This design comes from an exercise in tuning for small area, a short achievable clock period and few clock cycles per item on the open sky130 flow, not from production work. RTL that was checked went through simulation tests only; none was proved equivalent to the original. No driver is modelled on the clock port, so clocking that relies on it looks cheaper here than on a real chip.

## sha256_engine
module sha256_engine (
    input  wire         clk,
    input  wire         rst,         
    input  wire         in_valid,
    output wire         in_ready,
    input  wire         in_first,
    input  wire [31:0]  in_data,
    output wire         out_valid,
    input  wire         out_ready,
    output wire [255:0] out_digest
);
Settings: LEC_CHECK=0, CAP_MARGIN=20, CORE_MARGIN=2, CORE_UTILIZATION=40, SETUP_SLACK_MARGIN=4, SLEW_MARGIN=20; clock period 10.0 ns.
run.sh (not shown) runs the stock make flow with config.mk's settings and CLKGATE_MAP_FILE= SYNTH_SCRIPT=/design/flow/synth_recipe.tcl, a recipe that flattens the netlist after the stock synthesis.
Testbench counts at the start, summed over its fixed seeds: cycles 55,786, blocks 858.
Edit:
--- a/flow/config.mk
+++ b/flow/config.mk
@@ -7,2 +7,3 @@
 export LEC_CHECK = 0
+export ABC_CLOCK_PERIOD_IN_PS = 4000
 export CAP_MARGIN = 20
Clock-buffer cell count stays the same.
Worst setup slack is unchanged.
Area after synthesis does not change.
Fmax is unchanged.
Edit:
--- a/flow/config.mk
+++ b/flow/config.mk
@@ -7,3 +7,2 @@
 export LEC_CHECK = 0
-export ABC_CLOCK_PERIOD_IN_PS = 4000
 export CAP_MARGIN = 20
@@ -11,3 +10,2 @@
 export CORE_UTILIZATION = 40
-export SETUP_SLACK_MARGIN = 4
 export SLEW_MARGIN = 20
Utilization falls by 0.19 points.
Clock skew rises by 0.0043 ns.
Synthesized area is unchanged.

* * *

run a:
Another version of the RTL of sha256_engine (not shown whole).
Size in the first run: roughly 5000 cells after synthesis, ~1100 flip-flops, about 300 I/O pins, ~53000 µm² of cells after synthesis.
Settings: LEC_CHECK=0, CAP_MARGIN=20, CORE_MARGIN=2, CORE_UTILIZATION=40, SETUP_SLACK_MARGIN=5, SLEW_MARGIN=20; clock period 10.0 ns.
Every stage of the flow completed for run a, and the final layout passed the timing, DRC and antenna checks.
--- input diff run a..run b ---
--- a/flow/config.mk
+++ b/flow/config.mk
@@ -10,3 +10,2 @@
 export CORE_UTILIZATION = 40
-export SETUP_SLACK_MARGIN = 5
 export SLEW_MARGIN = 20
NOTE: layout buffering overhead excluding clock cells in run b falls short of that of run a
Per the comparison of run b with run a, transition time at the pin with the least slew margin went down 0.050 ns; max-slew headroom at the worst pin moved up; clock skew went up; count of buffers not belonging to the clock network in the layout went down by 36.
The last element of the critical path comes out a[31]$_SDFFE_PP0P_ in one run and k_t[29]$_DFF_P_ in the other, namely in run b and run a respectively.
The start point of the critical path comes out in_valid in one run and e[28]$_SDFFE_PP1P_ in the other, namely in run a and run b respectively.
No functional check of the RTL was part of any run of this note.

* * *

sha256_engine, a different RTL version from the one above (not shown whole).
Size in the first run: about 4700 cells after synthesis, roughly 1100 flip-flops, ~54000 sq um of cells after synthesis.
==> flow/design.v (excerpt) <==
module sha256_engine (
    input  wire         clk,
    input  wire         rst,         
    input  wire         in_valid,
    output wire         in_ready,
    input  wire         in_first,
    input  wire [31:0]  in_data,
    output wire         out_valid,
    input  wire         out_ready,
    output wire [255:0] out_digest
);
    reg        ld;         
    reg        rdy;        
    reg [3:0]  lag;        
    reg        run;        
    reg        fin;        
    reg        ov;         
    reg [3:0]  wcnt;       
    reg [5:0]  kn;         
    reg        first_q;    
    reg        ff_first;   
    reg        early;      
    reg [31:0] w [0:15];
    reg [31:0] a, b, c, d, e, f, g, h;
    reg [31:0] p;
    reg [31:0] k_q;        
    reg [31:0] ra [0:3];
    reg [31:0] re [0:3];
    function [31:0] rotr(input [31:0] x, input integer n);
        rotr = (x >> n) | (x << (32 - n));
    endfunction
    function [31:0] bsig0(input [31:0] x);
        bsig0 = rotr(x, 2) ^ rotr(x, 13) ^ rotr(x, 22);
    endfunction
    function [31:0] bsig1(input [31:0] x);
        bsig1 = rotr(x, 6) ^ rotr(x, 11) ^ rotr(x, 25);
    endfunction
    function [31:0] ssig0(input [31:0] x);
        ssig0 = rotr(x, 7) ^ rotr(x, 18) ^ (x >> 3);
    endfunction
    function [31:0] ssig1(input [31:0] x);
        ssig1 = rotr(x, 17) ^ rotr(x, 19) ^ (x >> 10);
    endfunction
    function [31:0] csa_s(input [31:0] x, input [31:0] y, input [31:0] z);
        csa_s = x ^ y ^ z;
    endfunction
    function [31:0] csa_c(input [31:0] x, input [31:0] y, input [31:0] z);
        csa_c = ((x & y) | (x & z) | (y & z)) << 1;
    endfunction
  ...
Settings: LEC_CHECK=0, CAP_MARGIN=20, CORE_MARGIN=2, CORE_UTILIZATION=40, SLEW_MARGIN=20, TNS_END_PERCENT=5; clock period 10.0 ns.
standard.sh (not shown) runs the stock make flow with config.mk's settings and CLKGATE_MAP_FILE= SYNTH_SCRIPT=/design/flow/synth_recipe.tcl, a recipe that flattens the netlist after the stock synthesis.
==> flow/flow/run.sh <==
#!/bin/bash
# Layout flow: the standard synthesis and layout, with
#  - port buffers of sky130_fd_sc_hd__buf_2,
#  - a clock tree built from clkbuf_16 leaf clusters of up to 24 sinks and
#    no dummy balancing loads,
#  - timing repair that aims at 6 ns of setup slack on the worst 5% of paths.
# Each tool's output goes to a log file in the work folder.
set -euo pipefail
export BUFFER_PORTS_ARGS="-buffer_cell sky130_fd_sc_hd__buf_2"
export CTS_ARGS="-sink_clustering_enable -repair_clock_nets -sink_clustering_size 24 -sink_clustering_max_diameter 100 -buf_list sky130_fd_sc_hd__clkbuf_16 -dont_use_dummy_load"
export SETUP_SLACK_MARGIN=6
bash standard.sh synth > synth.log 2>&1
bash standard.sh finish > layout.log 2>&1
Edit:
==> flow/flow/run.sh (replaced) <==
#!/bin/bash
# Layout flow: the standard synthesis and layout, with
#  - port buffers of sky130_fd_sc_hd__buf_2,
#  - a clock tree built from clkbuf_16 leaf clusters of up to 24 sinks and
#    no dummy balancing loads.

# Each tool's output goes to a log file in the work folder.
set -euo pipefail
export BUFFER_PORTS_ARGS="-buffer_cell sky130_fd_sc_hd__buf_2"
export CTS_ARGS="-sink_clustering_enable -repair_clock_nets -sink_clustering_size 24 -sink_clustering_max_diameter 100 -buf_list sky130_fd_sc_hd__clkbuf_16 -dont_use_dummy_load"

bash standard.sh synth > synth.log 2>&1
bash standard.sh finish > layout.log 2>&1
Settings changed: SETUP_SLACK_MARGIN from default to 5, TNS_END_PERCENT 5 to default.
Result: Count of clock-buffer cells in the layout is lower by 1; non-clock buffer count fell by 94; final cell count drops by 1.4%; critical path depth falls by 3; die area is unchanged; wire length came out lower by 2.0%; core utilization is lower by 1.7 points; hold slack gets better by 0.014 ns; sequential share of layout area climbs by 1.5 points; synthesized area stays the same.
No functional check of the RTL was part of any run of this note.

* * *

Another version of the RTL of sha256_engine (not shown whole).
Size: ~1100 flip-flops, roughly 300 I/O pins.
## sha256_engine
module sha256_engine (
    input  wire         clk,
    input  wire         rst,         
    input  wire         in_valid,
    output wire         in_ready,
    input  wire         in_first,
    input  wire [31:0]  in_data,
    output wire         out_valid,
    input  wire         out_ready,
    output wire [255:0] out_digest
);
export LEC_CHECK = 0
export CAP_MARGIN = 20
export CORE_MARGIN = 2
export CORE_UTILIZATION = 60
export SETUP_SLACK_MARGIN = 5
export SLEW_MARGIN = 20
create_clock -name core_clock -period 10.0 [get_ports {clk}]
==> flow/flow/run.sh <==
#!/bin/bash
# Layout flow: the standard synthesis and layout, with
#  - port buffers of sky130_fd_sc_hd__buf_2,
#  - a clock tree built from clkbuf_16 leaf clusters of up to 24 sinks and
#    no dummy balancing loads.

# Each tool's output goes to a log file in the work folder.
set -euo pipefail
export BUFFER_PORTS_ARGS="-buffer_cell sky130_fd_sc_hd__buf_2"
export CTS_ARGS="-sink_clustering_enable -repair_clock_nets -sink_clustering_size 24 -sink_clustering_max_diameter 100 -buf_list sky130_fd_sc_hd__clkbuf_16 -dont_use_dummy_load"

bash standard.sh synth > synth.log 2>&1
bash standard.sh finish > layout.log 2>&1
Change:
--- a/flow/config.mk
+++ b/flow/config.mk
@@ -9,3 +9,3 @@
 export CORE_MARGIN = 2
-export CORE_UTILIZATION = 60
+export CORE_UTILIZATION = 40
 export SETUP_SLACK_MARGIN = 5
Outcome: The changed run produced a clean layout. Die area goes up by 49%. Final area goes up by 1.5%. Core utilization goes down by 22 points. Non-clock buffer count goes up by 30.
No functional check of the RTL was part of any run of this note.

* * *

Setup of harbor:
sha256_engine, a different RTL version from the one above (not shown whole).
For scale: about 5300 cells after synthesis, roughly 1100 flip-flops.
==> flow/config.mk <==
export PLATFORM = sky130hd
export DESIGN_NAME = sha256_engine
export DESIGN_NICKNAME = sha256_engine
export VERILOG_FILES = /design/flow/design.v
export SDC_FILE = /design/flow/constraint.sdc
export NUM_CORES = 4
export LEC_CHECK = 0
export CAP_MARGIN = 20
export CORE_MARGIN = 2
export CORE_UTILIZATION = 30
export SETUP_SLACK_MARGIN = 5
export SLEW_MARGIN = 20
==> flow/constraint.sdc <==
create_clock -name core_clock -period 10.0 [get_ports {clk}]
set_input_delay 2.0000 -clock core_clock [delete_from_list [all_inputs] [get_ports {clk}]]
set_output_delay 2.0000 -clock core_clock [all_outputs]
set_load 0.01 [all_outputs]
==> flow/flow/run.sh <==
#!/bin/bash
# Layout flow: the standard synthesis and layout, with
#  - port buffers of sky130_fd_sc_hd__buf_1,
#  - a clock tree built from clkbuf_16 leaf clusters of up to 24 sinks and
#    no dummy balancing loads,
#  - after the clock tree, a delay cell in front of the clock pin of each
#    flip-flop of the working variable a (flow/skew.tcl): useful skew for the
#    register-to-register paths into a.
# Each tool's output goes to a log file in the work folder.
set -euo pipefail
export BUFFER_PORTS_ARGS="-buffer_cell sky130_fd_sc_hd__buf_1"
export CTS_ARGS="-sink_clustering_enable -repair_clock_nets -sink_clustering_size 24 -sink_clustering_max_diameter 100 -buf_list sky130_fd_sc_hd__clkbuf_16 -dont_use_dummy_load"
export POST_CTS_TCL="$PWD/flow/skew.tcl"
bash standard.sh synth > synth.log 2>&1
bash standard.sh finish > layout.log 2>&1
==> flow/flow/skew.tcl <==
# Useful skew for the paths into working variable a: one clkdlybuf4s50_1 in
# front of the clock pin of each of a's flip-flops.  The paths from e, f, g
# and p into a pass one more adder level than any path from a to a, which
# this delay balances; then legalize the new cells.
set block [ord::get_db_block]
set n 0
foreach inst [$block getInsts] {
  set name [$inst getName]
  if {![regexp {^a\\\[[0-9]+\\\]\$} $name]} { continue }
  set clkpin [$inst findITerm CLK]
  if {$clkpin == "NULL"} { continue }
  set net [$clkpin getNet]
  set loc [$inst getLocation]
  insert_buffer -buffer_cell sky130_fd_sc_hd__clkdlybuf4s50_1 \
    -net [sta::find_net [$net getName]] \
    -load_pins [list [sta::find_pin "$name/CLK"]] \
    -location [list [ord::dbu_to_microns [lindex $loc 0]] [ord::dbu_to_microns [lindex $loc 1]]] \
    -buffer_name skewbuf_$n -net_name skewnet_$n
  incr n
}
puts "skew buffers inserted: $n"
detailed_placement
check_placement -verbose
Testbench counts of harbor, summed over its fixed seeds: cycles 55,794, blocks 858.
For juniper, these inputs were changed with respect to harbor:
--- a/flow/flow/run.sh
+++ b/flow/flow/run.sh
@@ -7,3 +7,5 @@
 #    flip-flop of the working variable a (flow/skew.tcl): useful skew for the
-#    register-to-register paths into a.
+#    register-to-register paths into a,
+#  - timing repair after global routing that aims at 5.5 ns of setup slack
+#    (flow/margin.tcl).
 # Each tool's output goes to a log file in the work folder.
@@ -13,2 +15,3 @@
 export POST_CTS_TCL="$PWD/flow/skew.tcl"
+export PRE_GLOBAL_ROUTE_TCL="$PWD/flow/margin.tcl"
 bash standard.sh synth > synth.log 2>&1
==> flow/flow/margin.tcl (new file) <==
# Timing repair after global routing aims at 5.5 ns of setup slack (5 ns in
# the earlier stages, before the useful skew of flow/skew.tcl is in place).
set ::env(SETUP_SLACK_MARGIN) 5.5
Notes after the runs:
- Compared with harbor, juniper shows a share of cells above drive strength 1 that is 4.0 points higher.
- Looking at kind of critical path, the input port to flip-flop result is from harbor; the flip-flop to flip-flop one comes from juniper.
- juniper vs harbor — shortest clock period the worst path allows after layout dropped 0.30 ns.
- Per the comparison of juniper with harbor, average detailed-routed wire length per instance +0.22 um; endpoint arrival time on the critical path has decreased.
- Looking at timing endpoint of the critical path, the p[21] result is from juniper; the d[4] one comes from harbor.
- Changes observed in juniper relative to harbor: share of the core filled with cells saw an increase.
Setup changes, juniper to yarrow
==> flow/flow/run.sh <==
#!/bin/bash
# Layout flow: the standard synthesis and layout, with
#  - port buffers of sky130_fd_sc_hd__buf_1,
#  - a clock tree built from clkbuf_16 leaf clusters of up to 24 sinks and
#    no dummy balancing loads.

# Each tool's output goes to a log file in the work folder.
set -euo pipefail
export BUFFER_PORTS_ARGS="-buffer_cell sky130_fd_sc_hd__buf_1"
export CTS_ARGS="-sink_clustering_enable -repair_clock_nets -sink_clustering_size 24 -sink_clustering_max_diameter 100 -buf_list sky130_fd_sc_hd__clkbuf_16 -dont_use_dummy_load"

bash standard.sh synth > synth.log 2>&1
bash standard.sh finish > layout.log 2>&1
removed: flow/flow/margin.tcl
removed: flow/flow/skew.tcl
==> run notes <==
Overall routed net length of yarrow falls short of that of juniper slightly.
yarrow does worse than juniper on max-slew headroom at the worst pin.
Setup slack of the critical path after layout on yarrow is behind juniper.
Diff yarrow and juniper: first-pass iteration count of the detailed router higher in yarrow
Comparing yarrow against juniper, there is no change at all in number of register bits inferred by synthesis.
dfxtp_2 as the library cell contributing the largest single delay on the critical path was reported by yarrow, and fa_1 by juniper.
Between yarrow and juniper, the difference in number of enable-type register cells in the synthesized netlist is negligible.
Re cell area after layout: yarrow and juniper aren't equal, and the lower value belongs to yarrow.

* * *

sha256_engine, a different RTL version from the one above (not shown whole).
For scale: about 300 I/O pins, roughly 55000 um^2 of cells after synthesis.
==> flow/config.mk <==
export PLATFORM = sky130hd
export DESIGN_NAME = sha256_engine
export DESIGN_NICKNAME = sha256_engine
export VERILOG_FILES = /design/flow/design.v
export SDC_FILE = /design/flow/constraint.sdc
export NUM_CORES = 4
export LEC_CHECK = 0
export CAP_MARGIN = 20
export CORE_MARGIN = 2
export CORE_UTILIZATION = 30
export SETUP_SLACK_MARGIN = 5
export SLEW_MARGIN = 20
==> flow/constraint.sdc <==
create_clock -name core_clock -period 10.0 [get_ports {clk}]
set_input_delay 2.0000 -clock core_clock [delete_from_list [all_inputs] [get_ports {clk}]]
set_output_delay 2.0000 -clock core_clock [all_outputs]
set_load 0.01 [all_outputs]
==> flow/flow/run.sh <==
#!/bin/bash
# Layout flow: the standard synthesis and layout, with
#  - port buffers of sky130_fd_sc_hd__buf_1,
#  - a clock tree built from clkbuf_16 leaf clusters of up to 30 sinks and
#    no dummy balancing loads.

# Each tool's output goes to a log file in the work folder.
set -euo pipefail
export BUFFER_PORTS_ARGS="-buffer_cell sky130_fd_sc_hd__buf_1"
export CTS_ARGS="-sink_clustering_enable -repair_clock_nets -sink_clustering_size 30 -sink_clustering_max_diameter 100 -buf_list sky130_fd_sc_hd__clkbuf_16 -dont_use_dummy_load"

bash standard.sh synth > synth.log 2>&1
bash standard.sh finish > layout.log 2>&1
The starting point ran to the end with no violations.
Testbench counts at the start, summed over its fixed seeds: cycles 55,794, blocks 858.
Edit:
==> flow/flow/run.sh (replaced) <==
#!/bin/bash
# Layout flow: the standard synthesis and layout, with
#  - port buffers of sky130_fd_sc_hd__buf_1,
#  - a clock tree built from clkbuf_16 leaf clusters of up to 24 sinks and
#    no dummy balancing loads.

# Each tool's output goes to a log file in the work folder.
set -euo pipefail
export BUFFER_PORTS_ARGS="-buffer_cell sky130_fd_sc_hd__buf_1"
export CTS_ARGS="-sink_clustering_enable -repair_clock_nets -sink_clustering_size 24 -sink_clustering_max_diameter 100 -buf_list sky130_fd_sc_hd__clkbuf_16 -dont_use_dummy_load"

bash standard.sh synth > synth.log 2>&1
bash standard.sh finish > layout.log 2>&1
CORE_UTILIZATION = 20   (was 30)
What happened: Wire length rises by 9.6%. Utilization falls by 10 points. Critical path depth falls by 7.

## static timing again, ports no longer ideal
How much do the figures lean on ideal ports? The routed layouts below were timed once more, with nothing changed but the port constraints. Step 1, drivers: a clkbuf_16 drives clk and a buf_2 each remaining input, both assumed. Step 2, shift: input delay + t, output delay - t, t = (earliest + latest rising clock arrival at the registers) / 2. This alone moves slack from input paths to output paths. Slacks: no drivers / after step 1 / after step 2; pairs: no drivers / after step 1.
| run | shift t [ns] | slack for setup (ns) | worst setup path at the end | latest minus earliest clock arrival (ns) | slew at the worst register clock pin (ns) |
|---|---|---|---|---|---|
| the first run of note 1 | 0.841 | 4.100 / 4.100 / 3.356 | input to register | 0.028 / 0.027 | 0.07 / 0.07 |
| the second run of note 1 | 0.841 | 4.100 / 4.100 / 3.356 | input to register | 0.028 / 0.027 | 0.07 / 0.07 |
| the third run of note 1 | 0.822 | 3.414 / 3.414 / 3.169 | input to register | 0.031 / 0.031 | 0.07 / 0.07 |
| run a | 0.823 | 4.708 / 4.751 / 3.928 | input to register | 0.062 / 0.062 | 0.07 / 0.07 |
| run b | 0.827 | 3.693 / 3.693 / 3.432 | input to register | 0.066 / 0.066 | 0.07 / 0.07 |
| the first run of note 3 | 0.751 | 4.899 / 4.899 / 4.358 | input to register | 0.112 / 0.112 | 0.11 / 0.11 |
| the second run of note 3 | 0.742 | 4.885 / 4.885 / 4.493 | input to register | 0.107 / 0.106 | 0.11 / 0.11 |
| the first run of note 4 | 0.743 | 4.698 / 4.698 / 4.410 | input to register | 0.114 / 0.114 | 0.10 / 0.10 |
| the second run of note 4 | 0.760 | 4.874 / 4.874 / 4.440 | input to register | 0.083 / 0.083 | 0.11 / 0.11 |
| harbor | 0.980 | 5.098 / 5.147 / 4.167 | input to register | 0.585 / 0.586 | 0.11 / 0.11 |
| juniper | 0.979 | 5.401 / 5.401 / 4.716 | input to register | 0.583 / 0.583 | 0.11 / 0.11 |
| yarrow | 0.747 | 5.053 / 5.053 / 4.566 | input to register | 0.126 / 0.125 | 0.11 / 0.11 |
| the first run of note 6 | 0.771 | 4.970 / 4.970 / 4.433 | input to register | 0.129 / 0.129 | 0.12 / 0.12 |
| the second run of note 6 | 0.793 | 4.989 / 5.043 / 4.249 | input to register | 0.119 / 0.119 | 0.11 / 0.11 |
Clock arrivals are far apart in harbor and juniper, so t is only a midpoint there and step 2 fits no single register. For harbor, which loses most, drivers alone change the setup slack by +0.049 ns; drivers and shift together by -0.931 ns.
